Background: an optimization exercise with open tools, aiming at small area and a short achievable clock period. Do not read the settings as production practice.
Function was checked by simulation only, so behaviour that the tests miss may differ from the original.
Power and IR drop assume default switching activity.

==> flow/run.sh <==
#!/bin/bash
# The standard layout, with plain buffers (not delay buffers) on the ports and
# timing repair aimed at 19.0 ns of setup slack.
set -uo pipefail
export BUFFER_PORTS_ARGS="-buffer_cell sky130_fd_sc_hd__buf_1"
export SETUP_SLACK_MARGIN=19.0
bash standard.sh > standard.log 2>&1
==> standard.sh <==
#!/bin/bash
# synth_recipe.tcl (not shown) runs the flow's synth.tcl, then flattens the netlist and writes it again
# the make line also repeats each setting of config.mk as NAME=value (left out here)
make -C /OpenROAD-flow-scripts/flow DESIGN_CONFIG=/design/flow/config.mk WORK_HOME=/design/flow/orfs CLKGATE_MAP_FILE= SYNTH_SCRIPT=/design/flow/synth_recipe.tcl "${@:-finish}"
==> config.mk <==
export PLATFORM = sky130hd
export DESIGN_NAME = long_acc4
export DESIGN_NICKNAME = long_acc4
export VERILOG_FILES = /design/flow/design.v
export SDC_FILE = /design/flow/constraint.sdc
export NUM_CORES = 8
export LEC_CHECK = 0
export CAP_MARGIN = 20
export CORE_MARGIN = 2
export CORE_UTILIZATION = 40
export SLEW_MARGIN = 20
==> constraint.sdc <==
create_clock -name core_clock -period 26.0 [get_ports {clk}]
set_input_delay 5.2000 -clock core_clock [delete_from_list [all_inputs] [get_ports {clk}]]
set_output_delay 5.2000 -clock core_clock [all_outputs]
set_load 0.01 [all_outputs]
==> design.v <==
module lt_decode (
    input  wire [3:0]  fmt,
    input  wire [15:0] x,
    input  wire [7:0]  scale,
    output reg         is_nan,
    output reg         is_inf,
    output reg         fs,
    output reg  [11:0] v,
    output wire        nz,
    output reg  [7:0]  ef,
    output wire [7:0]  sc,
    output reg  [3:0]  tz
);
    wire is_mx = fmt[3] && (fmt[2:0] <= 3'd5);
    assign sc  = is_mx ? scale : 8'd127;
    wire scale_nan = is_mx && (scale == 8'hFF);
    wire [3:0] e43 = x[6:3];
    wire [4:0] e52 = x[6:2];
    wire [1:0] e23 = x[4:3];
    wire [2:0] e32 = x[4:2];
    wire [1:0] e21 = x[2:1];
    wire [7:0] ebf = x[14:7];
    wire [4:0] ehf = x[14:10];
    wire [7:0] i8  = x[7:0];
    reg fnan;
    always @(*) begin
        fnan   = 1'b0;
        is_inf = 1'b0;
        fs     = 1'b0;
        v      = 12'd0;
        ef     = 8'd0;
        case (fmt)
            4'd0, 4'd8: begin
                fs = x[7];
                if (e43 == 4'hF && x[2:0] == 3'h7) fnan = 1'b1;
                v  = {8'd0, (e43 != 4'd0), x[2:0]};
                ef = {4'd0, e43[3:1], e43[0] | (e43 == 4'd0)};
            end
            4'd1, 4'd9: begin
                fs = x[7];
                if (e52 == 5'h1F) begin
                    if (x[1:0] == 2'd0) is_inf = 1'b1;
                    else                fnan   = 1'b1;
                end
                v  = {9'd0, (e52 != 5'd0), x[1:0]};
                ef = {3'd0, e52[4:1], e52[0] | (e52 == 5'd0)};
            end
            4'd2, 4'd10: begin
                fs = x[5];
                v  = {8'd0, (e23 != 2'd0), x[2:0]};
                ef = {6'd0, e23[1], e23[0] | (e23 == 2'd0)};
            end
            4'd3, 4'd11: begin
                fs = x[5];
                v  = {9'd0, (e32 != 3'd0), x[1:0]};
                ef = {5'd0, e32[2:1], e32[0] | (e32 == 3'd0)};
            end
            4'd4, 4'd12: begin
                fs = x[3];
                v  = {10'd0, (e21 != 2'd0), x[0]};
                ef = {6'd0, e21[1], e21[0] | (e21 == 2'd0)};
            end
            4'd5, 4'd13: begin
                v  = {{4{i8[7]}}, i8};
            end
            4'd6: begin
                fs = x[15];
                if (ebf == 8'hFF) begin
                    if (x[6:0] == 7'd0) is_inf = 1'b1;
                    else                fnan   = 1'b1;
                end
                v  = {4'd0, (ebf != 8'd0), x[6:0]};
                ef = {ebf[7:1], ebf[0] | (ebf == 8'd0)};
            end
            4'd7: begin
                fs = x[15];
                if (ehf == 5'h1F) begin
                    if (x[9:0] == 10'd0) is_inf = 1'b1;
                    else                 fnan   = 1'b1;
                end
                v  = {1'b0, (ehf != 5'd0), x[9:0]};
                ef = {3'd0, ehf[4:1], ehf[0] | (ehf == 5'd0)};
            end
            default: fnan = 1'b1;
        endcase
        is_nan = fnan || scale_nan;
    end
    assign nz = (v != 12'd0) && !is_nan && !is_inf;
    integer k;
    always @(*) begin
        tz = 4'd0;
        for (k = 10; k >= 0; k = k - 1)
            if (v[k]) tz = k[3:0];
    end
endmodule
module lt_bias (
    input  wire [3:0]        fmt,
    output reg  signed [9:0] b
);
    always @(*) begin
        case (fmt[2:0])
            3'd0:    b = -10'sd137;    
            3'd1:    b = -10'sd144;    
            3'd2:    b = -10'sd131;    
            3'd3:    b = -10'sd132;    
            3'd4:    b = -10'sd129;    
            3'd5:    b = fmt[3] ? -10'sd133 : -10'sd127;    
            3'd6:    b = -10'sd261;    
            default: b = -10'sd152;    
        endcase
    end
endmodule
module lt_booth (
    input  wire [11:0] a,
    output reg  [5:0]  one,     
    output reg  [5:0]  two,     
    output reg  [5:0]  ng       
);
    integer k;
    reg [2:0] t;
    always @(*) begin
        for (k = 0; k < 6; k = k + 1) begin
            t = {a[2*k+1], a[2*k], (k == 0) ? 1'b0 : a[2*k-1]};
            one[k] = t[1] ^ t[0];
            two[k] = (t == 3'b100) || (t == 3'b011);
            ng[k]  = t[2];
        end
    end
endmodule
module lt_mul (
    input  wire [5:0]  one,
    input  wire [5:0]  two,
    input  wire [11:0] b,
    input  wire [5:0]  nx,
    output wire [22:0] p
);
    reg [12:0] row [0:5];
    integer k, i;
    always @(*) begin
        for (k = 0; k < 6; k = k + 1)
            for (i = 0; i < 13; i = i + 1)
                row[k][i] = ((one[k] && b[(i < 12) ? i : 11]) ||
                             (two[k] && (i > 0) && b[(i > 0) ? i - 1 : 0])) ^ nx[k];
    end
    wire w1 = row[0][10] ^ row[1][8];
    wire w2 = row[0][10] & row[1][8];
    wire w3 = row[0][11] ^ row[1][9];
    wire w4 = row[0][11] & row[1][9];
    wire w5 = row[0][12] ^ row[1][10];
    wire w6 = row[0][12] & row[1][10];
    wire w7 = row[0][12] ^ row[1][11];
    wire w8 = row[0][12] & row[1][11];
    wire w9 = ~row[0][12] ^ ~row[1][12];
    wire w10 = ~row[0][12] & ~row[1][12];
    wire w11 = row[0][6] ^ row[1][4];
    wire w12 = row[0][6] & row[1][4];
    wire w13 = row[0][7] ^ row[1][5];
    wire w14 = row[0][7] & row[1][5];
    wire w15 = row[0][8] ^ row[1][6] ^ row[2][4];
    wire w16 = (row[0][8] & row[1][6]) | (row[0][8] & row[2][4]) | (row[1][6] & row[2][4]);
    wire w17 = row[3][2] ^ row[4][0];
    wire w18 = row[3][2] & row[4][0];
    wire w19 = row[0][9] ^ row[1][7] ^ row[2][5];
    wire w20 = (row[0][9] & row[1][7]) | (row[0][9] & row[2][5]) | (row[1][7] & row[2][5]);
    wire w21 = row[3][3] ^ row[4][1];
    wire w22 = row[3][3] & row[4][1];
    wire w23 = row[2][6] ^ row[3][4] ^ row[4][2];
    wire w24 = (row[2][6] & row[3][4]) | (row[2][6] & row[4][2]) | (row[3][4] & row[4][2]);
    wire w25 = row[5][0] ^ nx[5] ^ w1;
    wire w26 = (row[5][0] & nx[5]) | (row[5][0] & w1) | (nx[5] & w1);
    wire w27 = row[2][7] ^ row[3][5] ^ row[4][3];
    wire w28 = (row[2][7] & row[3][5]) | (row[2][7] & row[4][3]) | (row[3][5] & row[4][3]);
    wire w29 = row[5][1] ^ w2 ^ w3;
    wire w30 = (row[5][1] & w2) | (row[5][1] & w3) | (w2 & w3);
    wire w31 = row[2][8] ^ row[3][6] ^ row[4][4];
    wire w32 = (row[2][8] & row[3][6]) | (row[2][8] & row[4][4]) | (row[3][6] & row[4][4]);
    wire w33 = row[5][2] ^ w4 ^ w5;
    wire w34 = (row[5][2] & w4) | (row[5][2] & w5) | (w4 & w5);
    wire w35 = row[2][9] ^ row[3][7] ^ row[4][5];
    wire w36 = (row[2][9] & row[3][7]) | (row[2][9] & row[4][5]) | (row[3][7] & row[4][5]);
    wire w37 = row[5][3] ^ w6 ^ w7;
    wire w38 = (row[5][3] & w6) | (row[5][3] & w7) | (w6 & w7);
    wire w39 = row[2][10] ^ row[3][8] ^ row[4][6];
    wire w40 = (row[2][10] & row[3][8]) | (row[2][10] & row[4][6]) | (row[3][8] & row[4][6]);
    wire w41 = row[5][4] ^ w8 ^ w9;
    wire w42 = (row[5][4] & w8) | (row[5][4] & w9) | (w8 & w9);
    wire w43 = 1'b1 ^ row[2][11] ^ row[3][9];
    wire w44 = (1'b1 & row[2][11]) | (1'b1 & row[3][9]) | (row[2][11] & row[3][9]);
    wire w45 = row[4][7] ^ row[5][5] ^ w10;
    wire w46 = (row[4][7] & row[5][5]) | (row[4][7] & w10) | (row[5][5] & w10);
    wire w47 = ~row[2][12] ^ row[3][10] ^ row[4][8];
    wire w48 = (~row[2][12] & row[3][10]) | (~row[2][12] & row[4][8]) | (row[3][10] & row[4][8]);
    wire w49 = 1'b1 ^ row[3][11];
    wire w50 = 1'b1 & row[3][11];
    wire w51 = row[0][4] ^ row[1][2];
    wire w52 = row[0][4] & row[1][2];
    wire w53 = row[0][5] ^ row[1][3];
    wire w54 = row[0][5] & row[1][3];
    wire w55 = row[2][2] ^ row[3][0] ^ nx[3];
    wire w56 = (row[2][2] & row[3][0]) | (row[2][2] & nx[3]) | (row[3][0] & nx[3]);
    wire w57 = row[2][3] ^ row[3][1] ^ w12;
    wire w58 = (row[2][3] & row[3][1]) | (row[2][3] & w12) | (row[3][1] & w12);
    wire w59 = nx[4] ^ w14 ^ w15;
    wire w60 = (nx[4] & w14) | (nx[4] & w15) | (w14 & w15);
    wire w61 = w16 ^ w18 ^ w19;
    wire w62 = (w16 & w18) | (w16 & w19) | (w18 & w19);
    wire w63 = w20 ^ w22 ^ w23;
    wire w64 = (w20 & w22) | (w20 & w23) | (w22 & w23);
    wire w65 = w24 ^ w26 ^ w27;
    wire w66 = (w24 & w26) | (w24 & w27) | (w26 & w27);
    wire w67 = w28 ^ w30 ^ w31;
    wire w68 = (w28 & w30) | (w28 & w31) | (w30 & w31);
    wire w69 = w32 ^ w34 ^ w35;
    wire w70 = (w32 & w34) | (w32 & w35) | (w34 & w35);
    wire w71 = w36 ^ w38 ^ w39;
    wire w72 = (w36 & w38) | (w36 & w39) | (w38 & w39);
    wire w73 = w40 ^ w42 ^ w43;
    wire w74 = (w40 & w42) | (w40 & w43) | (w42 & w43);
    wire w75 = row[5][6] ^ w44 ^ w46;
    wire w76 = (row[5][6] & w44) | (row[5][6] & w46) | (w44 & w46);
    wire w77 = row[4][9] ^ row[5][7] ^ w48;
    wire w78 = (row[4][9] & row[5][7]) | (row[4][9] & w48) | (row[5][7] & w48);
    wire w79 = ~row[3][12] ^ row[4][10] ^ row[5][8];
    wire w80 = (~row[3][12] & row[4][10]) | (~row[3][12] & row[5][8]) | (row[4][10] & row[5][8]);
    wire w81 = 1'b1 ^ row[4][11];
    wire w82 = 1'b1 & row[4][11];
    wire w83 = row[0][2] ^ row[1][0];
    wire w84 = row[0][2] & row[1][0];
    wire w85 = row[0][3] ^ row[1][1];
    wire w86 = row[0][3] & row[1][1];
    wire w87 = row[2][0] ^ nx[2] ^ w51;
    wire w88 = (row[2][0] & nx[2]) | (row[2][0] & w51) | (nx[2] & w51);
    wire w89 = row[2][1] ^ w52 ^ w53;
    wire w90 = (row[2][1] & w52) | (row[2][1] & w53) | (w52 & w53);
    wire w91 = w11 ^ w54 ^ w55;
    wire w92 = (w11 & w54) | (w11 & w55) | (w54 & w55);
    wire w93 = w13 ^ w56 ^ w57;
    wire w94 = (w13 & w56) | (w13 & w57) | (w56 & w57);
    wire w95 = w17 ^ w58 ^ w59;
    wire w96 = (w17 & w58) | (w17 & w59) | (w58 & w59);
    wire w97 = w21 ^ w60 ^ w61;
    wire w98 = (w21 & w60) | (w21 & w61) | (w60 & w61);
    wire w99 = w25 ^ w62 ^ w63;
    wire w100 = (w25 & w62) | (w25 & w63) | (w62 & w63);
    wire w101 = w29 ^ w64 ^ w65;
    wire w102 = (w29 & w64) | (w29 & w65) | (w64 & w65);
    wire w103 = w33 ^ w66 ^ w67;
    wire w104 = (w33 & w66) | (w33 & w67) | (w66 & w67);
    wire w105 = w37 ^ w68 ^ w69;
    wire w106 = (w37 & w68) | (w37 & w69) | (w68 & w69);
    wire w107 = w41 ^ w70 ^ w71;
    wire w108 = (w41 & w70) | (w41 & w71) | (w70 & w71);
    wire w109 = w45 ^ w72 ^ w73;
    wire w110 = (w45 & w72) | (w45 & w73) | (w72 & w73);
    wire w111 = w47 ^ w74 ^ w75;
    wire w112 = (w47 & w74) | (w47 & w75) | (w74 & w75);
    wire w113 = w49 ^ w76 ^ w77;
    wire w114 = (w49 & w76) | (w49 & w77) | (w76 & w77);
    wire w115 = w50 ^ w78 ^ w79;
    wire w116 = (w50 & w78) | (w50 & w79) | (w78 & w79);
    wire w117 = row[5][9] ^ w80 ^ w81;
    wire w118 = (row[5][9] & w80) | (row[5][9] & w81) | (w80 & w81);
    wire w119 = ~row[4][12] ^ row[5][10] ^ w82;
    wire w120 = (~row[4][12] & row[5][10]) | (~row[4][12] & w82) | (row[5][10] & w82);
    wire w121 = 1'b1 ^ row[5][11];
    wire w122 = 1'b1 & row[5][11];
    wire [22:0] x = {~row[5][12], w120, w118, w116, w114, w112, w110, w108, w106, w104, w102, w100, w98, w96, w94, w92, w90, w88, w86, w84, nx[1], row[0][1], row[0][0]};
    wire [22:0] y = {w122, w121, w119, w117, w115, w113, w111, w109, w107, w105, w103, w101, w99, w97, w95, w93, w91, w89, w87, w85, w83, 1'b0, nx[0]};
    assign p = x + y;
endmodule
module lt_clamp (
    input  wire [22:0] p,
    input  wire [4:0]  dc,
    input  wire        frc,
    output wire        clamp
);
    reg ge;
    integer i;
    always @(*) begin
        ge = 1'b0;
        for (i = 0; i < 22; i = i + 1)
            ge = ge | ((p[i] ^ p[22]) && (dc <= i));
    end
    assign clamp = frc || ge;
endmodule
module lt_tz (
    input  wire [11:0] v,
    output reg  [3:0]  tz
);
    integer k;
    always @(*) begin
        tz = 4'd0;
        for (k = 10; k >= 0; k = k - 1)
            if (v[k]) tz = k[3:0];
    end
endmodule
module lt_place (
    input  wire [22:0]  p,
    input  wire [7:0]   s8,
    input  wire         clamp,
    input  wire [127:0] hi,       
    output wire [127:0] t
);
    wire sg = p[22];
    wire cp = clamp && !sg;       
    wire cn = clamp && sg;        
    integer i, k, n;
    wire [3:0] r = s8[3:0];
    wire [3:0] q = s8[7:4];
    reg [37:0] f;
    always @(*) begin
        f = {{15{sg}}, p};
        for (k = 0; k < 4; k = k + 1)
            if (r[k])
                for (i = 37; i >= 0; i = i - 1)
                    f[i] = (i >= (1 << k)) ? f[(i >= (1 << k)) ? i - (1 << k) : 0] : 1'b0;
    end
    reg [9:0]   qsel;
    reg [10:0]  ext, extl;
    reg [127:0] u;
    integer m;
    always @(*) begin
        for (k = 0; k < 10; k = k + 1)
            qsel[k] = !clamp && (q == k);
        for (m = 0; m <= 10; m = m + 1) begin
            ext[m] = 1'b0;
            for (k = 0; k < m; k = k + 1)
                ext[m] = ext[m] | qsel[k];
            ext[m]  = ext[m] && sg;
            extl[m] = ext[m] || cp;
        end
        for (i = 0; i < 128; i = i + 1) begin
            m = 0;
            for (k = 0; k < 10; k = k + 1)
                if (i + 22 - 16 * k > 37) m = k + 1;
            u[i] = (i < 64) ? extl[m] : (ext[m] || (hi[i] ? cp : cn));
            for (k = 0; k < 10; k = k + 1) begin
                n = i + 22 - 16 * k;
                if (n >= 0 && n <= 37)
                    u[i] = u[i] | (qsel[k] && f[n]);
            end
        end
    end
    assign t = u;
endmodule
module lt_add64 (
    input  wire [63:0] a,
    input  wire [63:0] b,
    input  wire        ci,
    output wire [63:0] s,
    output wire        co
);
    localparam GS = 8;
    localparam NG = 64 / GS;
    reg [63:0]   g, p, lg, lp, c;
    reg [NG-1:0] G, P, Gn, Pn;
    reg [NG:0]   cg;
    integer i, l, k;
    always @(*) begin
        p = a ^ b;
        g = a & b;
        lg = g;
        lp = p;
        for (l = 1; l < GS; l = l * 2)
            for (i = 63; i >= 0; i = i - 1)
                if (((i % GS) / l) % 2 == 1) begin
                    k = (i / GS) * GS + ((i % GS) / l) * l - 1;
                    lg[i] = lg[i] | (lp[i] & lg[k]);
                    lp[i] = lp[i] & lp[k];
                end
        for (i = 0; i < NG; i = i + 1) begin
            G[i] = lg[GS*i + GS - 1];
            P[i] = lp[GS*i + GS - 1];
        end
        G[0] = G[0] | (P[0] & ci);
        for (l = 1; l < NG; l = l * 2) begin
            Gn = G; Pn = P;
            for (i = 0; i < NG; i = i + 1)
                if ((i / l) % 2 == 1) begin
                    Gn[i] = G[i] | (P[i] & G[(i / l) * l - 1]);
                    Pn[i] = P[i] & P[(i / l) * l - 1];
                end
            G = Gn; P = Pn;
        end
        cg[0] = ci;
        for (i = 1; i <= NG; i = i + 1)
            cg[i] = G[i-1];
        for (i = 0; i < 64; i = i + 1)
            if (i % GS == 0)
                c[i] = cg[i / GS];
            else
                c[i] = lg[i-1] | (lp[i-1] & cg[i / GS]);
    end
    assign s  = p ^ c;
    assign co = cg[NG];
endmodule
module long_acc4 (
    input  wire         clk,
    input  wire         rst,
    input  wire [1:0]   cmd,
    input  wire [8:0]   open_w,
    input  wire [5:0]   open_c,
    input  wire         open_clamp,
    input  wire         open_lost,
    input  wire [3:0]   fmt_a,
    input  wire [15:0]  a,
    input  wire [7:0]   scale_a,
    input  wire [3:0]   fmt_b,
    input  wire [63:0]  b,
    input  wire [31:0]  scale_b,
    output reg          out_valid,
    output wire [511:0] out_acc,
    output wire         out_clamp,
    output wire         out_lost
);
    localparam CMD_OPEN   = 2'd1;
    localparam CMD_UPDATE = 2'd2;
    localparam CMD_READ   = 2'd3;
    wire        ia_nan, ia_inf, ia_fs, ia_nz;
    wire [11:0] ia_v;
    wire [7:0]  ia_ef, ia_sc;
    wire [3:0]  ia_tz;
    wire [5:0]  ia_one, ia_two, ia_ng;
    lt_decode u_dec_a (
        .fmt(fmt_a), .x(a), .scale(scale_a),
        .is_nan(ia_nan), .is_inf(ia_inf), .fs(ia_fs), .v(ia_v), .nz(ia_nz),
        .ef(ia_ef), .sc(ia_sc), .tz(ia_tz)
    );
    lt_booth u_booth (.a(ia_v), .one(ia_one), .two(ia_two), .ng(ia_ng));
    reg         updD, rdD, clrD, oclD, olsD;
    reg [3:0]   faD, fbD;
    reg         anD, aiD, azD;
    reg [7:0]   aeD, asD;
    reg [3:0]   atD;
    reg [5:0]   oneD, twoD, ngD;
    reg [3:0]   negD;
    reg [11:0]  bvD  [0:3];
    reg [7:0]   beD  [0:3];
    reg [7:0]   bsD  [0:3];
    reg [3:0]   bnD, biD;
    reg signed [8:0] win_w;
    reg [5:0]   c_d;
    always @(posedge clk) begin
        updD <= !rst && (cmd == CMD_UPDATE);
        rdD  <= !rst && (cmd == CMD_READ);
        clrD <= rst || (cmd == CMD_OPEN);
        oclD <= !rst && open_clamp;
        olsD <= !rst && open_lost;
        faD  <= fmt_a;
        fbD  <= fmt_b;
        anD  <= ia_nan;
        aiD  <= ia_inf;
        azD  <= ia_nz;
        aeD  <= ia_ef;
        asD  <= ia_sc;
        atD  <= ia_tz;
        oneD <= ia_one;
        ngD  <= ia_ng;
        twoD <= ia_two;
        if (rst) begin
            win_w <= 9'sd0;
            c_d   <= 6'd0;
        end else if (cmd == CMD_OPEN) begin
            win_w <= open_w;
            c_d   <= open_c;
        end
    end
    genvar j;
    generate
        for (j = 0; j < 4; j = j + 1) begin : g_dec
            wire        ib_nan, ib_inf, ib_fs, ib_nz;
            wire [11:0] ib_v;
            wire [7:0]  ib_ef, ib_sc;
            wire [3:0]  ib_tz;
            lt_decode u_dec_b (
                .fmt(fmt_b), .x(b[16*j +: 16]), .scale(scale_b[8*j +: 8]),
                .is_nan(ib_nan), .is_inf(ib_inf), .fs(ib_fs), .v(ib_v), .nz(ib_nz),
                .ef(ib_ef), .sc(ib_sc), .tz(ib_tz)
            );
            always @(posedge clk) begin
                bvD[j] <= ib_v;
                beD[j] <= ib_ef;
                bsD[j] <= ib_sc;
                bnD[j] <= ib_nan;
                biD[j] <= ib_inf;
                negD[j] <= ia_fs ^ ib_fs;
            end
        end
    endgenerate
    wire signed [9:0] bias_a, bias_b;
    lt_bias u_bias_a (.fmt(faD), .b(bias_a));
    lt_bias u_bias_b (.fmt(fbD), .b(bias_b));
    wire signed [11:0] sh0 = $signed({4'd0, aeD}) + $signed({4'd0, asD})
                           + bias_a + bias_b - win_w;
    wire signed [11:0] kk  = $signed({5'd0, ~c_d[5:0]}) + 12'sd64;
    wire signed [11:0] sp0 = sh0 + 12'sd22;
    wire signed [11:0] dk  = kk - sh0;
    wire signed [11:0] lt0 = -(sh0 + $signed({8'd0, atD}));
    reg         rdM, clrM, oclM, olsM;
    reg [5:0]   c_m;
    reg         fclM, flsM;
    reg [22:0]  pM   [0:3];
    reg [7:0]   sM   [0:3];
    reg [4:0]   dcM  [0:3];
    reg [3:0]   frcM;
    wire [3:0] fcl_n, fls_n;
    generate
        for (j = 0; j < 4; j = j + 1) begin : g_mul
            wire [22:0] p;
            lt_mul u_mul (
                .one(oneD), .two(twoD), .b(bvD[j]), .nx(ngD ^ {6{negD[j]}}), .p(p)
            );
            wire [3:0] btz;
            lt_tz u_tz (.v(bvD[j]), .tz(btz));
            wire b_nz   = (bvD[j] != 12'd0) && !bnD[j] && !biD[j];
            wire nz     = azD && b_nz;
            wire nan    = anD || bnD[j];
            wire inf    = !nan && (aiD || biD[j]);
            wire inf_nz = inf && (aiD || azD) && (biD[j] || b_nz);
            wire        [8:0]  e  = {1'b0, beD[j]} + {1'b0, bsD[j]};
            wire signed [11:0] sp = sp0 + $signed({3'd0, e});
            wire signed [11:0] d  = dk - $signed({3'd0, e});
            wire               lt = $signed({2'd0, e + {5'd0, btz}}) < lt0;
            wire [7:0] s8  = !(updD && nz) ? 8'hF0 : sp[11] ? 8'h00 : sp[7:0];
            wire [4:0] dc  = (updD && nz && !d[11] && (d < 12'sd22)) ? d[4:0] : 5'd31;
            wire       frc = updD && (inf_nz || (nz && d[11]));
            assign fcl_n[j] = updD && (nan || inf);
            assign fls_n[j] = updD && nz && lt;
            always @(posedge clk) begin
                pM[j]  <= p;
                sM[j]  <= s8;
                dcM[j]  <= dc;
                frcM[j] <= frc;
            end
        end
    endgenerate
    always @(posedge clk) begin
        rdM  <= rdD && !rst;
        clrM <= clrD;
        oclM <= oclD;
        olsM <= olsD;
        fclM <= |fcl_n;
        flsM <= |fls_n;
        if (clrD)
            c_m <= c_d;
    end
    reg [127:0] hi;
    integer i;
    always @(*) begin
        for (i = 0; i < 128; i = i + 1)
            hi[i] = (i < 64) ? 1'b1 : (i == 127) ? 1'b0 : (c_m <= 6'(126 - i));
    end
    reg [127:0] acc [0:3];
    reg         flag_clamp, flag_lost;
    wire [3:0]  clB;
    generate
        for (j = 0; j < 4; j = j + 1) begin : g_acc
            wire [127:0] t, sum;
            lt_clamp u_clamp (.p(pM[j]), .dc(dcM[j]), .frc(frcM[j]), .clamp(clB[j]));
            lt_place u_place (
                .p(pM[j]), .s8(sM[j]), .clamp(clB[j]), .hi(hi), .t(t)
            );
            wire [127:0] ag = acc[j] & {128{!clrM}};
            wire         co;
            reg          pc;
            lt_add64 u_lo (.a(ag[63:0]), .b(t[63:0]), .ci(1'b0), .s(sum[63:0]), .co(co));
            lt_add64 u_hi (.a(ag[127:64]), .b(t[127:64]), .ci(pc && !clrM), .s(sum[127:64]), .co());
            always @(posedge clk) begin
                acc[j] <= sum;
                pc     <= co && !clrM;
            end
            assign out_acc[128*j +: 128] = acc[j];
        end
    endgenerate
    always @(posedge clk) begin
        out_valid <= rdM && !rst;
        if (clrM) begin
            flag_clamp <= oclM;
            flag_lost  <= olsM;
        end else begin
            flag_clamp <= flag_clamp | fclM | (|clB);
            flag_lost  <= flag_lost  | flsM;
        end
    end
    assign out_clamp = flag_clamp;
    assign out_lost  = flag_lost;
endmodule
==> results of run 1 <==
kinds of logic after synthesis:
| family | after synthesis | synth area share |
|---|---|---|
| AND/OR/NAND/NOR | 2993 | 0.174 |
| flip-flops | 872 | 0.204 |
| multiplexers | 228 | 0.0322 |
| AO/OA/AOI/OAI | 3099 | 0.239 |
| XOR/XNOR | 1104 | 0.113 |
| buffers and inverters | 1120 | 0.0496 |
| adder cells (fa/ha/maj) | 1135 | 0.189 |
sequential cells by signal (all words and copies together) (netlist names), 8 cells and up:
name,cells
acc,512
aeD,8
asD,8
beD,32
bsD,32
bvD,48
dcM,20
pM,92
sM,32
win_w,9
how the worst max path moves through the flow:
stage / start / to / slack (ns) / cells after the start
global placement: dcM[3][3]$_SDFF_PN1_ / acc[3][127]$_DFF_P_ / 17.80 / 25
floorplan: a[9] / atD[0]$_SDFF_PP0_ / 19.08 / 11
finish: acc[3][43]$_DFF_P_ / out_acc[427] / 19.00 / 1
detailed placement: dcM[3][3]$_SDFF_PN1_ / acc[3][62]$_DFF_P_ / 17.69 / 24
CTS: dcM[3][1]$_SDFF_PN1_ / acc[3][62]$_DFF_P_ / 18.92 / 26
global route: dcM[3][3]$_SDFF_PN1_ / acc[3][127]$_DFF_P_ / 18.89 / 26
metal layers:
metal  track usage  share of wire  vias up
met5       0.00154        0.00017        -
met4         0.200          0.073        6
met3        0.0763          0.097      947
met2         0.491           0.43     4239
met1         0.408           0.40    40065
li1              -              -    38563
where the power goes:
group	internal (mW)	switching (mW)
combinational	4.31	6.81
sequential	1.77	0.431
clock	0.921	0.673
synth_stat cells (135+ instances only):
library cell and instances:
sky130_fd_sc_hd__o21ai_0 610, sky130_fd_sc_hd__clkbuf_1 515, sky130_fd_sc_hd__inv_1 509, sky130_fd_sc_hd__o21a_1 135, sky130_fd_sc_hd__o221ai_1 159, sky130_fd_sc_hd__fa_1 273
sky130_fd_sc_hd__a21o_1 257, sky130_fd_sc_hd__ha_1 860, sky130_fd_sc_hd__dfxtp_1 866, sky130_fd_sc_hd__xor2_1 353, sky130_fd_sc_hd__nor3_1 226, sky130_fd_sc_hd__nor2_1 741
sky130_fd_sc_hd__nand3_1 162, sky130_fd_sc_hd__nand2_1 641, sky130_fd_sc_hd__xnor2_1 751, sky130_fd_sc_hd__nor2b_1 666, sky130_fd_sc_hd__nand2b_1 163, sky130_fd_sc_hd__a22oi_1 365
sky130_fd_sc_hd__a21oi_1 713
layout make-up:
class,count,area share
Inverter,518,0.0202
Tap cell,2838,0.0369
Clock inverter,41,0.00463
Multi-Input combinational cell,8561,0.675
Sequential cell,872,0.183
Antenna cell,8,0.000208
Timing Repair Buffer,908,0.0463
Clock buffer,157,0.0336
repair_timing:
item	4_1_cts	5_1_grt
gates resized for setup	73	89
endpoints found under the hold margin	0	0
pin swaps	3	9
setup buffers	7	21
endpoints found under the setup margin	174	186
cloned	2	2
==> results_tabular.tex, run 1 <==
\begin{tabular}{lr}
\hline
Metric & Value \\
\hline
\multicolumn{2}{l}{\textbf{Finish}} \\
Number of cells in the finished layout apart from fillers & 13903 \\
Flip-flop and latch area & 17600 sq um \\
Fraction of layout cells with a size suffix above 1 & 0.0720 \\
Synth-to-layout area growth & 11.9\% \\
Area of combinational cells with multiple inputs & 64900 sq um \\
Most frequent cells in the layout & sky130\_fd\_sc\_hd\_\_ha\_1 (860), sky130\_fd\_sc\_hd\_\_dfxtp\_1 (840), sky130\_fd\_sc\_hd\_\_xnor2\_1 (744) \\
Net count reported at finish & 12250 \\
Most common library cell in the layout ignoring fill and taps & sky130\_fd\_sc\_hd\_\_ha\_1 \\
Final core utilization & 0.449 \\
Number of fill cells & 21481 \\
Design Area, Final & 96100 sq um \\
\multicolumn{2}{l}{\textbf{Worst setup path}} \\
Worst-path cell chain & buf\_1 \\
Critical path's top delay family & buffers and inverters \\
Critical Path Start Type & flip-flop \\
R2R Path End & sM[1][2]\$\_SDFF\_PP0\_ \\
Peak fanout along the critical path & 2 \\
Critical path type & reg -> out \\
CP endpoint kind & output port \\
Slowest cell on the critical path & sky130\_fd\_sc\_hd\_\_buf\_1 \\
Crit path buffers/inverters & 1 \\
Flop-to-flop setup slack & 19.12 ns \\
Worst r2r src & faD[1]\$\_DFF\_P\_ \\
FF-to-FF path depth & 21 \\
Largest stage delay on the critical path & 0.65 ns \\
Arrival time at the worst endpoint & 1.80 ns \\
Endpoint required time on the critical path & 20.80 ns \\
\multicolumn{2}{l}{\textbf{Detailed routing}} \\
Per-cell routed wire length & 26.5 um \\
Detailed-route vias per instance & 6.03 \\
Aggregate routed wire length & 368000 um \\
\# DRC & 0 \\
Number of detailed-routing iterations run before antenna repair & 8 \\
First DRT Iteration DRCs & 8831 \\
Detailed-route via count & 83820 \\
Post-detailed-route count of antenna-violating nets & 0 \\
\multicolumn{2}{l}{\textbf{Synth}} \\
Most frequently used flop master after synthesis & sky130\_fd\_sc\_hd\_\_dfxtp\_1 \\
Share of the synthesized area in the top cell type & 0.202 \\
Number of cells produced by synthesis & 10551 \\
Yosys warning count & 24 \\
Number of synthesized flops with an enable pin & 6 \\
Total standard cell area after synthesis & 85900 sq um \\
Cells taking the most area after synthesis & sky130\_fd\_sc\_hd\_\_dfxtp\_1 (20\%), sky130\_fd\_sc\_hd\_\_ha\_1 (13\%), sky130\_fd\_sc\_hd\_\_xnor2\_1 (7.7\%) \\
Post-synth ARST share & 0 \\
Mapped Nets & 11833 \\
Avg Cell Area, Syn & 8.14 sq um \\
Flops \& latches, synth & 872 \\
Dominant cell type by area after synthesis & sky130\_fd\_sc\_hd\_\_dfxtp\_1 \\
Synth cell types & 103 \\
Sequential element share of the synthesized area & 0.204 \\
\multicolumn{2}{l}{\textbf{Job}} \\
Max-cap viol count & 0 \\
\multicolumn{2}{l}{\textbf{GRT}} \\
Global-route wire length before repair & 530000 um \\
Vias in the first global route & 79478 \\
Number of antenna violations at the first check in global routing & 15 \\
Pin count of the biggest net entering global routing & 81 \\
Gr ovfl total & 0 \\
Total routing usage reported by global routing & 0.322 \\
\multicolumn{2}{l}{\textbf{Timing}} \\
Slew margin rel. & 0.128 \\
Highest clock rate & 0.143 GHz \\
Setup total negative slack & 0 ns \\
Smallest setup slack after layout & 19.00 ns \\
Worst Max-Slew Pin Slew & 1.28 ns \\
RSZ-0062 raised after global routing & true \\
Total of endpoints with negative setup slack in the final report & 0 \\
Min Hold Slack & 0.339 ns \\
Worst-case clock skew & 0.0620 ns \\
Period utilization & 0.269 \\
Hold Violations, Final & 0 \\
Number of max-slew violations in the final report & 0 \\
Final critical delay including setup and external delays & 7.00 ns \\
\multicolumn{2}{l}{\textbf{Placed design}} \\
Cell area reported after detailed placement & 91400 sq um \\
Pre-CTS WS & 17.69 ns \\
Detailed-placement wirelength estimate & 285000 um \\
RD Place Congestion & 1.04 \\
Placed cells & 13663 \\
\# port buffers & 663 \\
\multicolumn{2}{l}{\textbf{Outcome}} \\
Result of the run & complete, no violations \\
\multicolumn{2}{l}{\textbf{Clocking}} \\
Worst-skew pair later-pin latency & 0.80 ns \\
TritonCTS clock tree & done \\
Number of buffers inserted during clock tree synthesis & 107 \\
Count of H-tree levels built during CTS & 3 \\
Cell at the root of the clock tree & sky130\_fd\_sc\_hd\_\_clkbuf\_16 \\
Post-cts hold buffer count & 0 \\
Clock transition at the register clock pins on the worst setup and hold paths after CTS & 0.06 ns \\
Clock Sink Count & 872 \\
Clock tree buffer depth & 3 \\
\multicolumn{2}{l}{\textbf{Worst hold path}} \\
Min-delay worst type & reg -> reg \\
HP Start & olsD\$\_DFF\_P\_ \\
Hold path endpoint & olsM\$\_DFF\_P\_ \\
Number of cells on the worst hold path & 0 \\
\multicolumn{2}{l}{\textbf{Power and ir drop}} \\
Total power after layout & 14.9 mW \\
Pwr dens & 155 nW/um\^{}2 \\
Leakage component of the power & 42.8 nW \\
Peak VDD IR & 169 uV \\
\multicolumn{2}{l}{\textbf{Floorplan}} \\
Floorplan die width & 467 um \\
Effective utilization at floorplan & 0.402 \\
Die Footprint & 219000 sq um \\
Die Span Y & 467 um \\
Area of the placeable core & 214000 sq um \\
Total I/O pin count & 664 \\
Standard-cell rows & 170 \\
\hline
\end{tabular}
==> run 2, diff against run 1 <==
==> flow/run.sh (replaced) <==
#!/bin/bash
# The standard layout, with plain buffers (not delay buffers) on the ports and
# timing repair aimed at 19.6 ns of setup slack.
set -uo pipefail
export BUFFER_PORTS_ARGS="-buffer_cell sky130_fd_sc_hd__buf_1"
export SETUP_SLACK_MARGIN=19.6
bash standard.sh > standard.log 2>&1
==> run 2 against run 1 <==
Against the previous run: still clean; clock skew rose by 0.0044 ns; global-route usage grew 0.53 points; maximum frequency rose by 6.7%; final cell count is 0.87% higher.
==> results_tabular.tex, run 2 <==
\begin{tabular}{lr}
\hline
Metric & Value \\
\hline
\multicolumn{2}{l}{\textbf{Finish}} \\
Leading registers by flop count & acc (512), pM (92), bvD (48) \\
Net count reported at finish & 12375 \\
Max reg flops & 512 \\
Synth-to-layout area growth & 20.3\% \\
Fraction of layout cells with a size suffix above 1 & 0.188 \\
Most frequent cells in the layout & sky130\_fd\_sc\_hd\_\_ha\_1 (854), sky130\_fd\_sc\_hd\_\_xnor2\_1 (730), sky130\_fd\_sc\_hd\_\_nor2\_1 (718) \\
Most common library cell in the layout ignoring fill and taps & sky130\_fd\_sc\_hd\_\_ha\_1 \\
Number of cells in the finished layout apart from fillers & 14024 \\
Top register by number of flip-flops & acc \\
\multicolumn{2}{l}{\textbf{Worst hold path}} \\
Hold path endpoint & oclM\$\_DFF\_P\_ \\
HP Start & oclD\$\_DFF\_P\_ \\
Min-delay worst type & reg -> reg \\
Number of cells on the worst hold path & 0 \\
\multicolumn{2}{l}{\textbf{Timing}} \\
Total of endpoints with negative setup slack in the final report & 0 \\
Slew margin rel. & 0.121 \\
RSZ-0062 raised after global routing & true \\
Final critical delay including setup and external delays & 6.56 ns \\
Hold Violations, Final & 0 \\
Period utilization & 0.252 \\
Highest clock rate & 0.153 GHz \\
Number of max-slew violations in the final report & 0 \\
Worst-case clock skew & 0.0664 ns \\
Setup total negative slack & 0 ns \\
Worst Max-Slew Pin Slew & 1.31 ns \\
\multicolumn{2}{l}{\textbf{GRT}} \\
Global-route wire length before repair & 538000 um \\
Number of antenna violations at the first check in global routing & 13 \\
Total routing usage reported by global routing & 0.327 \\
Pin count of the biggest net entering global routing & 143 \\
Gr ovfl total & 0 \\
Vias in the first global route & 80364 \\
\multicolumn{2}{l}{\textbf{Clocking}} \\
Number of buffers inserted during clock tree synthesis & 111 \\
Clock Sink Count & 872 \\
Worst-skew pair later-pin latency & 0.82 ns \\
Clock transition at the register clock pins on the worst setup and hold paths after CTS & 0.07 ns \\
Post-cts hold buffer count & 0 \\
Count of H-tree levels built during CTS & 3 \\
Clock tree buffer depth & 3 \\
TritonCTS clock tree & done \\
Cell at the root of the clock tree & sky130\_fd\_sc\_hd\_\_clkbuf\_16 \\
\multicolumn{2}{l}{\textbf{Synth}} \\
Most numerous cell types in the synthesized netlist & sky130\_fd\_sc\_hd\_\_dfxtp\_1 (866), sky130\_fd\_sc\_hd\_\_ha\_1 (860), sky130\_fd\_sc\_hd\_\_xnor2\_1 (751) \\
Most numerous cell in the Yosys netlist & sky130\_fd\_sc\_hd\_\_dfxtp\_1 \\
Dominant cell type by area after synthesis & sky130\_fd\_sc\_hd\_\_dfxtp\_1 \\
Sequential element share of the synthesized area & 0.204 \\
Mapped Nets & 11833 \\
Most frequently used flop master after synthesis & sky130\_fd\_sc\_hd\_\_dfxtp\_1 \\
Synth cell types & 103 \\
Yosys warning count & 24 \\
Share of the synthesized area in the top cell type & 0.202 \\
Total standard cell area after synthesis & 85900 sq um \\
Avg Cell Area, Syn & 8.14 sq um \\
Flops \& latches, synth & 872 \\
Number of synthesized flops with an enable pin & 6 \\
Cells taking the most area after synthesis & sky130\_fd\_sc\_hd\_\_dfxtp\_1 (20\%), sky130\_fd\_sc\_hd\_\_ha\_1 (13\%), sky130\_fd\_sc\_hd\_\_xnor2\_1 (7.7\%) \\
Number of cells produced by synthesis & 10551 \\
Post-synth ARST share & 0 \\
\multicolumn{2}{l}{\textbf{Worst setup path}} \\
CP endpoint kind & output port \\
Crit path buffers/inverters & 1 \\
FF-to-FF path depth & 25 \\
Endpoint required time on the critical path & 20.80 ns \\
Worst r2r src & dcM[0][1]\$\_SDFF\_PN1\_ \\
Worst-path cell chain & buf\_6 \\
Critical path type & reg -> out \\
Critical path's top delay family & flip-flops \\
Peak fanout along the critical path & 2 \\
Flop-to-flop setup slack & 19.75 ns \\
Arrival time at the worst endpoint & 1.36 ns \\
Largest stage delay on the critical path & 0.44 ns \\
Slowest cell on the critical path & sky130\_fd\_sc\_hd\_\_dfxtp\_4 \\
Critical Path Start Type & flip-flop \\
R2R Path End & acc[0][57]\$\_DFF\_P\_ \\
\multicolumn{2}{l}{\textbf{Floorplan}} \\
Die Span Y & 467 um \\
Standard-cell rows & 170 \\
Effective utilization at floorplan & 0.402 \\
Die Footprint & 219000 sq um \\
Total I/O pin count & 664 \\
Area of the placeable core & 214000 sq um \\
Floorplan die width & 467 um \\
\multicolumn{2}{l}{\textbf{Placed design}} \\
\# port buffers & 663 \\
Detailed-placement wirelength estimate & 287000 um \\
Placed cells & 13663 \\
RD Place Congestion & 1.02 \\
\multicolumn{2}{l}{\textbf{Power and ir drop}} \\
Peak VDD IR & 166 uV \\
Cell internal power dissipation & 7.57 mW \\
Pwr dens & 152 nW/um\^{}2 \\
Net switching power & 8.18 mW \\
Clock power frac & 0.100 \\
Switching portion of total power & 0.519 \\
Fraction of power consumed by sequential logic & 0.147 \\
Leakage component of the power & 46.6 nW \\
Power share of the combinational group & 0.753 \\
\multicolumn{2}{l}{\textbf{Detailed routing}} \\
Met2 layer wire length in the routed design & 162000 um \\
Met3 wire len & 34600 um \\
First DRT Iteration DRCs & 9104 \\
Detailed-route via count & 84407 \\
Detailed-route vias per instance & 6.02 \\
Aggregate routed wire length & 375000 um \\
Max Used Layer & met5 \\
\# DRC & 0 \\
Per-cell routed wire length & 26.8 um \\
Total routed wire length on the met1 layer & 153000 um \\
Post-detailed-route count of antenna-violating nets & 0 \\
Number of detailed-routing iterations run before antenna repair & 7 \\
\multicolumn{2}{l}{\textbf{Outcome}} \\
Result of the run & complete, no violations \\
\multicolumn{2}{l}{\textbf{Job}} \\
Max-cap viol count & 0 \\
\hline
\end{tabular}
-- run 2: cell counts after synthesis --
No cell type changed its count.
-- run 2: cells by family (layout without fill, tap and decap cells) --
| family | Yosys count | in the layout | synth area share |
|---|---|---|---|
| AO/OA/AOI/OAI | 3099 | 3101 | 0.239 |
| XOR/XNOR | 1104 | 1104 | 0.113 |
| adder cells (fa/ha/maj) | 1135 | 1135 | 0.189 |
| buffers and inverters | 1120 | 1740 | 0.0496 |
| flip-flops | 872 | 872 | 0.204 |
| multiplexers | 228 | 228 | 0.0322 |
| other | 0 | 6 | 0 |
| AND/OR/NAND/NOR | 2993 | 3000 | 0.174 |
-- run 2: worst max path at each step --
stage                           to                  from  slack, ns  cells after the start
2_1_floorplan    atD[0]$_SDFF_PP0_                  a[9]      19.26                     11
3_3_place_gp   g_acc[3].pc$_DFF_P_  dcM[3][3]$_SDFF_PN1_      17.92                     24
3_5_place_dp    acc[3][62]$_DFF_P_  dcM[3][3]$_SDFF_PN1_      17.66                     24
4_1_cts               out_acc[423]    acc[3][39]$_DFF_P_      19.40                      1
5_1_grt               out_acc[433]    acc[3][49]$_DFF_P_      19.42                      1
6_report              out_acc[433]    acc[3][49]$_DFF_P_      19.44                      1
-- run 2: layout make-up --
class / count / area [sq um]
fill: 20528 / 111000
timing repair buffer: 1021 / 9690
inverter: 518 / 1950
clock inverter: 57 / 626
multi-input combinational: 8568 / 66100
timing repair inverter: 1 / 5.00
antenna: 6 / 15.0
sequential: 872 / 18400
clock buffer: 143 / 3010
tap: 2838 / 3550
-- run 2: what timing repair did --
| item | CTS | global route |
|---|---|---|
| setup endpoints to repair | 950 | 757 |
| setup buffers | 44 | 93 |
| endpoints found under the hold margin | 0 | 0 |
| gates resized for setup | 2005 | 259 |
| cloned | 8 | 10 |
| pin swaps | 10 | 62 |
-- run 2: metrics by stage --
stage	setup slack (ns)	cell area, sq um	util	hold slack [ns]	power, mW
4_1_cts	19.40	101000	0.474	0.313	15.3
6_report	19.44	103000	0.483	0.315	15.8
5_1_grt	19.42	103000	0.483	0.339	16.9
3_3_place_gp	17.92	91500	0.428	0.311	12.8
3_5_place_dp	17.66	91600	0.428	0.312	13.0
2_1_floorplan	19.26	86100	-	0.310	9.58
-- run 2: layer usage --
metal | vias up | track usage
met1 | 40432 | 0.420
met3 | 939 | 0.0678
met5 | - | 0
met2 | 4172 | 0.505
met4 | 6 | 0.193
li1 | 38858 | -
-- run 2: power groups by stage --
| stage | clock (mW) | sequential [mW] | combinational (mW) |
|---|---|---|---|
| 2_1_floorplan | 0 | 2.07 | 7.51 |
| 3_3_place_gp | 0 | 2.21 | 10.6 |
| 3_5_place_dp | 0 | 2.21 | 10.8 |
| 4_1_cts | 1.61 | 2.29 | 11.4 |
| 5_1_grt | 1.66 | 2.34 | 12.9 |
| 6_report | 1.58 | 2.31 | 11.9 |
==> run 3, diff against run 2 <==
==> flow/run.sh (replaced) <==
#!/bin/bash
# The standard layout, with plain buffers (not delay buffers) on the ports and
# timing repair aimed at 19.3 ns of setup slack.
set -uo pipefail
export BUFFER_PORTS_ARGS="-buffer_cell sky130_fd_sc_hd__buf_1"
export SETUP_SLACK_MARGIN=19.3
bash standard.sh > standard.log 2>&1
--- a/config.mk
+++ b/config.mk
@@ -9,3 +9,3 @@
 export CORE_MARGIN = 2
-export CORE_UTILIZATION = 40
+export CORE_UTILIZATION = 50
 export SLEW_MARGIN = 20
==> run 3 against run 2 <==
Against the previous run: die area decreased by 20%; first-iteration DRC count up 1.9%; cell area shrank 6.8%; non-clock buffer count fell by 81; wire length decreased by 2.5%; clock power hardly changed; critical endpoint is now negD[0]$_DFF_P_.
==> results_tabular.tex, run 3 <==
\begin{tabular}{lr}
\hline
Metric & Value \\
\hline
\multicolumn{2}{l}{\textbf{Outcome}} \\
Result of the run & complete, no violations \\
\multicolumn{2}{l}{\textbf{Finish}} \\
Most common library cell in the layout ignoring fill and taps & sky130\_fd\_sc\_hd\_\_ha\_1 \\
Max reg flops & 512 \\
Fraction of layout cells with a size suffix above 1 & 0.0845 \\
Number of cells in the finished layout apart from fillers & 13339 \\
Net count reported at finish & 12285 \\
Final core utilization & 0.563 \\
Top register by number of flip-flops & acc \\
Synth-to-layout area growth & 12.1\% \\
Leading registers by flop count & acc (512), pM (92), bvD (48) \\
Design Area, Final & 96300 sq um \\
Most frequent cells in the layout & sky130\_fd\_sc\_hd\_\_ha\_1 (859), sky130\_fd\_sc\_hd\_\_dfxtp\_1 (818), sky130\_fd\_sc\_hd\_\_xnor2\_1 (735) \\
\multicolumn{2}{l}{\textbf{Worst setup path}} \\
Critical path's top delay family & simple AND/OR/NAND/NOR gates \\
Endpoint required time on the critical path & 26.62 ns \\
Worst r2r src & c\_m[5]\$\_DFFE\_PP\_ \\
FF-to-FF path depth & 21 \\
Critical Path Start Type & primary input \\
CP endpoint kind & flip-flop \\
Critical path destination & negD[0]\$\_DFF\_P\_ \\
Slowest cell on the critical path & sky130\_fd\_sc\_hd\_\_nor2\_1 \\
Largest stage delay on the critical path & 0.71 ns \\
Critical path type & in -> reg \\
Start point of the critical path & fmt\_b[2] \\
Flop-to-flop setup slack & 19.36 ns \\
Peak fanout along the critical path & 46 \\
Arrival time at the worst endpoint & 7.32 ns \\
Worst-path cell chain & clkbuf\_2 > buf\_4 > nand2b\_1 > nor2\_1 > a222oi\_1 > xnor2\_1 \\
CP Depth & 6 \\
R2R Path End & acc[0][127]\$\_DFF\_P\_ \\
Crit path buffers/inverters & 2 \\
\multicolumn{2}{l}{\textbf{Timing}} \\
Hold Violations, Final & 0 \\
Number of max-slew violations in the final report & 0 \\
Highest clock rate & 0.149 GHz \\
Slew margin rel. & 0.0809 \\
Worst-case clock skew & 0.0668 ns \\
Final critical delay including setup and external delays & 6.69 ns \\
Period utilization & 0.257 \\
Smallest setup slack after layout & 19.31 ns \\
Worst Max-Slew Pin Slew & 1.36 ns \\
Setup total negative slack & 0 ns \\
Min Hold Slack & 0.330 ns \\
RSZ-0062 raised after global routing & true \\
Total of endpoints with negative setup slack in the final report & 0 \\
\multicolumn{2}{l}{\textbf{Synth}} \\
Number of cells produced by synthesis & 10551 \\
Total standard cell area after synthesis & 85900 sq um \\
Post-synth ARST share & 0 \\
Yosys warning count & 24 \\
Dominant cell type by area after synthesis & sky130\_fd\_sc\_hd\_\_dfxtp\_1 \\
Sequential element share of the synthesized area & 0.204 \\
Number of synthesized flops with an enable pin & 6 \\
Synth cell types & 103 \\
Most numerous cell types in the synthesized netlist & sky130\_fd\_sc\_hd\_\_dfxtp\_1 (866), sky130\_fd\_sc\_hd\_\_ha\_1 (860), sky130\_fd\_sc\_hd\_\_xnor2\_1 (751) \\
Flops \& latches, synth & 872 \\
Share of the synthesized area in the top cell type & 0.202 \\
Most frequently used flop master after synthesis & sky130\_fd\_sc\_hd\_\_dfxtp\_1 \\
Avg Cell Area, Syn & 8.14 sq um \\
Mapped Nets & 11833 \\
Cells taking the most area after synthesis & sky130\_fd\_sc\_hd\_\_dfxtp\_1 (20\%), sky130\_fd\_sc\_hd\_\_ha\_1 (13\%), sky130\_fd\_sc\_hd\_\_xnor2\_1 (7.7\%) \\
Most numerous cell in the Yosys netlist & sky130\_fd\_sc\_hd\_\_dfxtp\_1 \\
\multicolumn{2}{l}{\textbf{Floorplan}} \\
Standard-cell rows & 152 \\
Effective utilization at floorplan & 0.502 \\
Die Span Y & 419 um \\
Total I/O pin count & 664 \\
Area of the placeable core & 171000 sq um \\
Floorplan die width & 419 um \\
Die Footprint & 175000 sq um \\
\multicolumn{2}{l}{\textbf{GRT}} \\
Pin count of the biggest net entering global routing & 118 \\
Vias in the first global route & 79674 \\
Total routing usage reported by global routing & 0.398 \\
Number of antenna violations at the first check in global routing & 16 \\
Global-route wire length before repair & 525000 um \\
Gr ovfl total & 0 \\
\multicolumn{2}{l}{\textbf{Clocking}} \\
Clock transition at the register clock pins on the worst setup and hold paths after CTS & 0.07 ns \\
Cell at the root of the clock tree & sky130\_fd\_sc\_hd\_\_clkbuf\_16 \\
Count of H-tree levels built during CTS & 3 \\
Clock tree buffer depth & 3 \\
Post-cts hold buffer count & 0 \\
Clock Sink Count & 872 \\
Worst-skew pair later-pin latency & 0.79 ns \\
TritonCTS clock tree & done \\
Number of buffers inserted during clock tree synthesis & 106 \\
\multicolumn{2}{l}{\textbf{Placed design}} \\
RD Place Congestion & 1.05 \\
Pre-CTS WS & 17.71 ns \\
\# port buffers & 663 \\
Detailed-placement wirelength estimate & 280000 um \\
Placed cells & 13057 \\
Cell area reported after detailed placement & 90700 sq um \\
\multicolumn{2}{l}{\textbf{Detailed routing}} \\
\# DRC & 0 \\
Post-detailed-route count of antenna-violating nets & 0 \\
Detailed-route via count & 84548 \\
First DRT Iteration DRCs & 9277 \\
Detailed-route vias per instance & 6.34 \\
Number of detailed-routing iterations run before antenna repair & 7 \\
Per-cell routed wire length & 27.4 um \\
Aggregate routed wire length & 366000 um \\
\multicolumn{2}{l}{\textbf{Power and ir drop}} \\
Pwr dens & 158 nW/um\^{}2 \\
Peak VDD IR & 281 uV \\
Total power after layout & 15.2 mW \\
Leakage component of the power & 43.3 nW \\
\multicolumn{2}{l}{\textbf{Worst hold path}} \\
Min-delay worst type & reg -> reg \\
\multicolumn{2}{l}{\textbf{Job}} \\
Max-cap viol count & 0 \\
\hline
\end{tabular}
run 3: area by class of cell:
type	instances	area (sq um)
fillers	16038	74800
diodes	11	27.5
inverters	518	1950
flip-flops and latches	872	17600
multi-input cells	8565	65400
clock buffers	135	2970
clock inverters	65	664
well taps	2233	2790
repair buffers	940	4850
run 3: what timing repair did:
action,4_1_cts,5_1_grt
buffers inserted,19,41
resized for setup,171,159
pin swaps,6,28
setup endpoints to repair,384,236
cloned,2,8
run 3: worst min-delay path by stage:
stage,end,start,cells after the start
2_1_floorplan,oclM$_DFF_P_,oclD$_DFF_P_,0
6_report,olsM$_DFF_P_,olsD$_DFF_P_,0
5_1_grt,olsM$_DFF_P_,olsD$_DFF_P_,0
4_1_cts,olsM$_DFF_P_,olsD$_DFF_P_,0
3_3_place_gp,olsM$_DFF_P_,olsD$_DFF_P_,0
3_5_place_dp,olsM$_DFF_P_,olsD$_DFF_P_,0
run 3: worst reg2reg max path, stage by stage (launching register included):
cell,delay (ns)
sky130_fd_sc_hd__edfxtp_1,0.32
sky130_fd_sc_hd__buf_4,0.58
sky130_fd_sc_hd__inv_2,0.37
sky130_fd_sc_hd__nor2_1,0.68
sky130_fd_sc_hd__nand2_1,0.66
sky130_fd_sc_hd__nor2_1,0.44
sky130_fd_sc_hd__o21ai_0,0.12
sky130_fd_sc_hd__o311ai_0,0.29
sky130_fd_sc_hd__ha_1,0.40
sky130_fd_sc_hd__a21o_1,0.19
sky130_fd_sc_hd__a21o_1,0.18
sky130_fd_sc_hd__a21oi_1,0.18
sky130_fd_sc_hd__o21ai_0,0.19
sky130_fd_sc_hd__a32oi_2,0.24
sky130_fd_sc_hd__buf_4,0.19
sky130_fd_sc_hd__a211oi_2,0.10
sky130_fd_sc_hd__o31ai_2,0.38
sky130_fd_sc_hd__o31ai_2,0.17
sky130_fd_sc_hd__o41ai_2,0.39
sky130_fd_sc_hd__o21bai_1,0.17
sky130_fd_sc_hd__a21oi_1,0.22
sky130_fd_sc_hd__xnor2_1,0.13
run 3: where the power goes:
group	switching (mW)	internal (mW)
clock	0.670	0.901
combinational	7.00	4.43
sequential	0.433	1.77
run 3: cells by family (layout without fill, tap and decap cells):
kind of cell / Yosys count / count (layout) / share of synthesized area
muxes: 228 / 228 / 0.0322
buffers and inverters: 1120 / 1658 / 0.0496
and+or+nand+nor: 2993 / 2997 / 0.174
xor gates and xnor gates: 1104 / 1104 / 0.113
adders and majority gates: 1135 / 1135 / 0.189
DFF: 872 / 872 / 0.204
other: 0 / 11 / 0
AOI/OAI and AO/OA: 3099 / 3101 / 0.239
run 3: layer usage:
metal  vias up  track usage  part of all wire
li1      38660            -                 -
met5         -      0.00472           0.00050
met2      4368        0.620              0.44
met4        14        0.270             0.081
met1     40391        0.495              0.39
met3      1115       0.0792             0.089
==> run 4, diff against run 3 <==
--- a/config.mk
+++ b/config.mk
@@ -9,3 +9,3 @@
 export CORE_MARGIN = 2
-export CORE_UTILIZATION = 50
+export CORE_UTILIZATION = 35
 export SLEW_MARGIN = 20
==> run 4 against run 3 <==
Against the previous run: still clean on timing, DRC and antenna; critical path depth decreased by 5; sequential share of layout area decreased by 0.34 points; sequential cell count unchanged; die area increased by 42%; setup slack improved by 0.025 ns; total power decreased by 1.7%; area after synthesis unchanged; via count decreased by 2.2%; clock skew decreased by 0.0092 ns; register-to-register slack improved by 0.12 ns; cell area increased by 1.8%; sequential power about the same; critical path type is now reg -> out; largest cell class unchanged.
==> results_tabular.tex, run 4 <==
\begin{tabular}{lr}
\hline
Metric & Value \\
\hline
\multicolumn{2}{l}{\textbf{Finish}} \\
Number of fill cells & 25078 \\
Most frequent cells in the layout & sky130\_fd\_sc\_hd\_\_ha\_1 (860), sky130\_fd\_sc\_hd\_\_dfxtp\_1 (805), sky130\_fd\_sc\_hd\_\_xnor2\_1 (733) \\
Synth-to-layout area growth & 14.1\% \\
Net count reported at finish & 12318 \\
Leading registers by flop count & acc (512), pM (92), bvD (48) \\
Top register by number of flip-flops & acc \\
Most common library cell in the layout ignoring fill and taps & sky130\_fd\_sc\_hd\_\_ha\_1 \\
Fraction of layout cells with a size suffix above 1 & 0.0949 \\
Max reg flops & 512 \\
\multicolumn{2}{l}{\textbf{Timing}} \\
Worst Max-Slew Pin Slew & 1.34 ns \\
Final critical delay including setup and external delays & 6.67 ns \\
Setup total negative slack & 0 ns \\
Worst-case clock skew & 0.0576 ns \\
Hold Violations, Final & 0 \\
Highest clock rate & 0.150 GHz \\
Number of max-slew violations in the final report & 0 \\
Smallest setup slack after layout & 19.33 ns \\
Slew margin rel. & 0.0948 \\
RSZ-0062 raised after global routing & true \\
Min Hold Slack & 0.325 ns \\
Total of endpoints with negative setup slack in the final report & 0 \\
Period utilization & 0.256 \\
\multicolumn{2}{l}{\textbf{Floorplan}} \\
Area of the placeable core & 244000 sq um \\
Effective utilization at floorplan & 0.353 \\
Floorplan die width & 499 um \\
Die Span Y & 499 um \\
Total I/O pin count & 664 \\
Die Footprint & 249000 sq um \\
Standard-cell rows & 181 \\
\multicolumn{2}{l}{\textbf{Worst hold path}} \\
Min-delay worst type & reg -> reg \\
\multicolumn{2}{l}{\textbf{Worst setup path}} \\
Critical path's top delay family & flip-flops \\
Slowest cell on the critical path & sky130\_fd\_sc\_hd\_\_dfxtp\_2 \\
Arrival time at the worst endpoint & 1.47 ns \\
Endpoint required time on the critical path & 20.80 ns \\
Flop-to-flop setup slack & 19.48 ns \\
Critical path type & reg -> out \\
Critical Path Start Type & flip-flop \\
Largest stage delay on the critical path & 0.46 ns \\
Peak fanout along the critical path & 2 \\
CP endpoint kind & output port \\
Crit path buffers/inverters & 1 \\
Worst-path cell chain & buf\_1 \\
\multicolumn{2}{l}{\textbf{Synth}} \\
Post-synth ARST share & 0 \\
Avg Cell Area, Syn & 8.14 sq um \\
Flops \& latches, synth & 872 \\
Share of the synthesized area in the top cell type & 0.202 \\
Most numerous cell in the Yosys netlist & sky130\_fd\_sc\_hd\_\_dfxtp\_1 \\
Mapped Nets & 11833 \\
Sequential element share of the synthesized area & 0.204 \\
Synth cell types & 103 \\
Cells taking the most area after synthesis & sky130\_fd\_sc\_hd\_\_dfxtp\_1 (20\%), sky130\_fd\_sc\_hd\_\_ha\_1 (13\%), sky130\_fd\_sc\_hd\_\_xnor2\_1 (7.7\%) \\
Number of synthesized flops with an enable pin & 6 \\
Total standard cell area after synthesis & 85900 sq um \\
Most frequently used flop master after synthesis & sky130\_fd\_sc\_hd\_\_dfxtp\_1 \\
Most numerous cell types in the synthesized netlist & sky130\_fd\_sc\_hd\_\_dfxtp\_1 (866), sky130\_fd\_sc\_hd\_\_ha\_1 (860), sky130\_fd\_sc\_hd\_\_xnor2\_1 (751) \\
Number of cells produced by synthesis & 10551 \\
Yosys warning count & 24 \\
Dominant cell type by area after synthesis & sky130\_fd\_sc\_hd\_\_dfxtp\_1 \\
\multicolumn{2}{l}{\textbf{GRT}} \\
Gr ovfl total & 0 \\
Pin count of the biggest net entering global routing & 78 \\
Global-route wire length before repair & 516000 um \\
Number of antenna violations at the first check in global routing & 16 \\
Vias in the first global route & 75876 \\
Total routing usage reported by global routing & 0.274 \\
\multicolumn{2}{l}{\textbf{Clocking}} \\
Clock tree buffer depth & 3 \\
Worst-skew pair later-pin latency & 0.82 ns \\
Cell at the root of the clock tree & sky130\_fd\_sc\_hd\_\_clkbuf\_16 \\
TritonCTS clock tree & done \\
Count of H-tree levels built during CTS & 3 \\
Clock transition at the register clock pins on the worst setup and hold paths after CTS & 0.07 ns \\
Number of buffers inserted during clock tree synthesis & 110 \\
Post-cts hold buffer count & 0 \\
Clock Sink Count & 872 \\
\multicolumn{2}{l}{\textbf{Placed design}} \\
Pre-CTS WS & 17.70 ns \\
\# port buffers & 663 \\
RD Place Congestion & 1.03 \\
Detailed-placement wirelength estimate & 276000 um \\
\multicolumn{2}{l}{\textbf{Power and ir drop}} \\
Pwr dens & 152 nW/um\^{}2 \\
Switching portion of total power & 0.525 \\
Net switching power & 7.85 mW \\
Power share of the combinational group & 0.740 \\
Cell internal power dissipation & 7.10 mW \\
Peak VDD IR & 140 uV \\
Clock power frac & 0.114 \\
Leakage component of the power & 43.8 nW \\
Fraction of power consumed by sequential logic & 0.146 \\
\multicolumn{2}{l}{\textbf{Outcome}} \\
Result of the run & complete, no violations \\
\multicolumn{2}{l}{\textbf{Detailed routing}} \\
Detailed-route vias per instance & 5.77 \\
First DRT Iteration DRCs & 9669 \\
Number of detailed-routing iterations run before antenna repair & 9 \\
Per-cell routed wire length & 25.0 um \\
Post-detailed-route count of antenna-violating nets & 0 \\
\# DRC & 0 \\
Detailed-route via count & 82673 \\
Aggregate routed wire length & 358000 um \\
\multicolumn{2}{l}{\textbf{Job}} \\
Max-cap viol count & 0 \\
\hline
\end{tabular}
run 4: cell counts after synthesis:
No cell type changed its count.
run 4: power by group through the flow:
stage	Sequential [mW]	Clock, mW	Combinational (mW)
4_1_cts	2.17	1.74	10.7
5_1_grt	2.22	1.78	12.1
6_report	2.19	1.70	11.1
3_5_place_dp	2.21	0	10.6
2_1_floorplan	2.07	0	7.51
3_3_place_gp	2.21	0	10.6
run 4: final timing paths:
path	startpoint	cells after the start	end
worst min-delay path	olsD$_DFF_P_	0	olsM$_DFF_P_
worst max-delay path	acc[3][64]$_DFF_P_	1	out_acc[448]
worst min register to register	olsD$_DFF_P_	0	olsM$_DFF_P_
worst max register to register	dcM[3][3]$_SDFF_PN1_	26	acc[3][62]$_DFF_P_
run 4: area by class of cell:
type | count | area [sq um] | share of cell area
Antenna cell | 6 | 15.0 | 0.000153
Clock inverter | 62 | 820 | 0.00836
Tap cell | 3202 | 4010 | 0.0408
Sequential cell | 872 | 17600 | 0.180
Timing Repair Buffer | 975 | 5160 | 0.0526
Multi-Input combinational cell | 8559 | 65400 | 0.666
Clock buffer | 145 | 3140 | 0.0320
Inverter | 518 | 1950 | 0.0199
run 4: logic make-up (layout without fill, tap and decap cells):
| family | after synthesis | after routing | share of synthesized area |
|---|---|---|---|
| other | 0 | 6 | 0 |
| AO/OA/AOI/OAI | 3099 | 3099 | 0.239 |
| adder cells (fa/ha/maj) | 1135 | 1135 | 0.189 |
| AND/OR/NAND/NOR | 2993 | 2993 | 0.174 |
| multiplexers | 228 | 228 | 0.0322 |
| XOR/XNOR | 1104 | 1104 | 0.113 |
| buffers and inverters | 1120 | 1700 | 0.0496 |
| flip-flops | 872 | 872 | 0.204 |
run 4: metrics by stage:
step | util | power, mW | instances | instance area, sq um
2_1_floorplan | - | 9.58 | 10551 | 86000
3_3_place_gp | 0.379 | 12.8 | 14066 | 92200
3_5_place_dp | 0.379 | 12.8 | 14068 | 92300
4_1_cts | 0.398 | 14.6 | 14293 | 96900
5_1_grt | 0.402 | 16.1 | 14335 | 98100
6_report | 0.403 | 14.9 | 14339 | 98100
run 4: what timing repair did:
item / CTS / global route
setup endpoints to repair: 368 / 241
pin swaps: 6 / 21
buffers inserted: 17 / 38
gates cloned: 1 / 2
resized for setup: 215 / 179
run 4: per-layer routing:
metal / share of wire / routed length, um / up-vias / track usage
li1: - / - / 38729 / -
met1: 0.42 / 150000 / 39009 / 0.366
met2: 0.41 / 147000 / 4082 / 0.401
met3: 0.099 / 35500 / 847 / 0.0608
met4: 0.070 / 25100 / 6 / 0.164
met5: 0.00011 / 41 / - / 0

[static timing again, ports no longer ideal]
The results above use ideal ports. As a check the final layouts listed here were re-extracted and re-timed, cells and wires unchanged.
Step 1 sets driving cells, clkbuf_16 on the clock port and buf_2 on the other inputs (assumed; they add their load-dependent delay and slew).
Step 2 times the ports against the registers' clock, not the clock port: input delays grow and output delays shrink by t, the midpoint of the rising clock arrivals with the driver on.
a / b / c = ideal ports / drivers / drivers and shift; a / b = the first two.
run	t (ns)	slack for setup (ns)	worst hold slack (ns)	slew at the worst register clock pin (ns)	worst data-port slew with drivers (ns)
run 1	0.859	19.004 / 18.918 / 18.304	0.339 / 0.339 / 0.339	0.08 / 0.08	0.10
run 2	0.875	19.443 / 19.351 / 18.874	0.315 / 0.315 / 0.315	0.08 / 0.08	0.14
run 3	0.855	19.308 / 19.221 / 18.526	0.330 / 0.330 / 0.330	0.07 / 0.07	0.09
run 4	0.884	19.333 / 19.239 / 18.653	0.325 / 0.325 / 0.325	0.08 / 0.08	0.13
After both steps setup and hold are still met in every run listed. For run 3, which loses most, drivers alone change the setup slack by -0.087 ns; drivers and shift together by -0.782 ns.
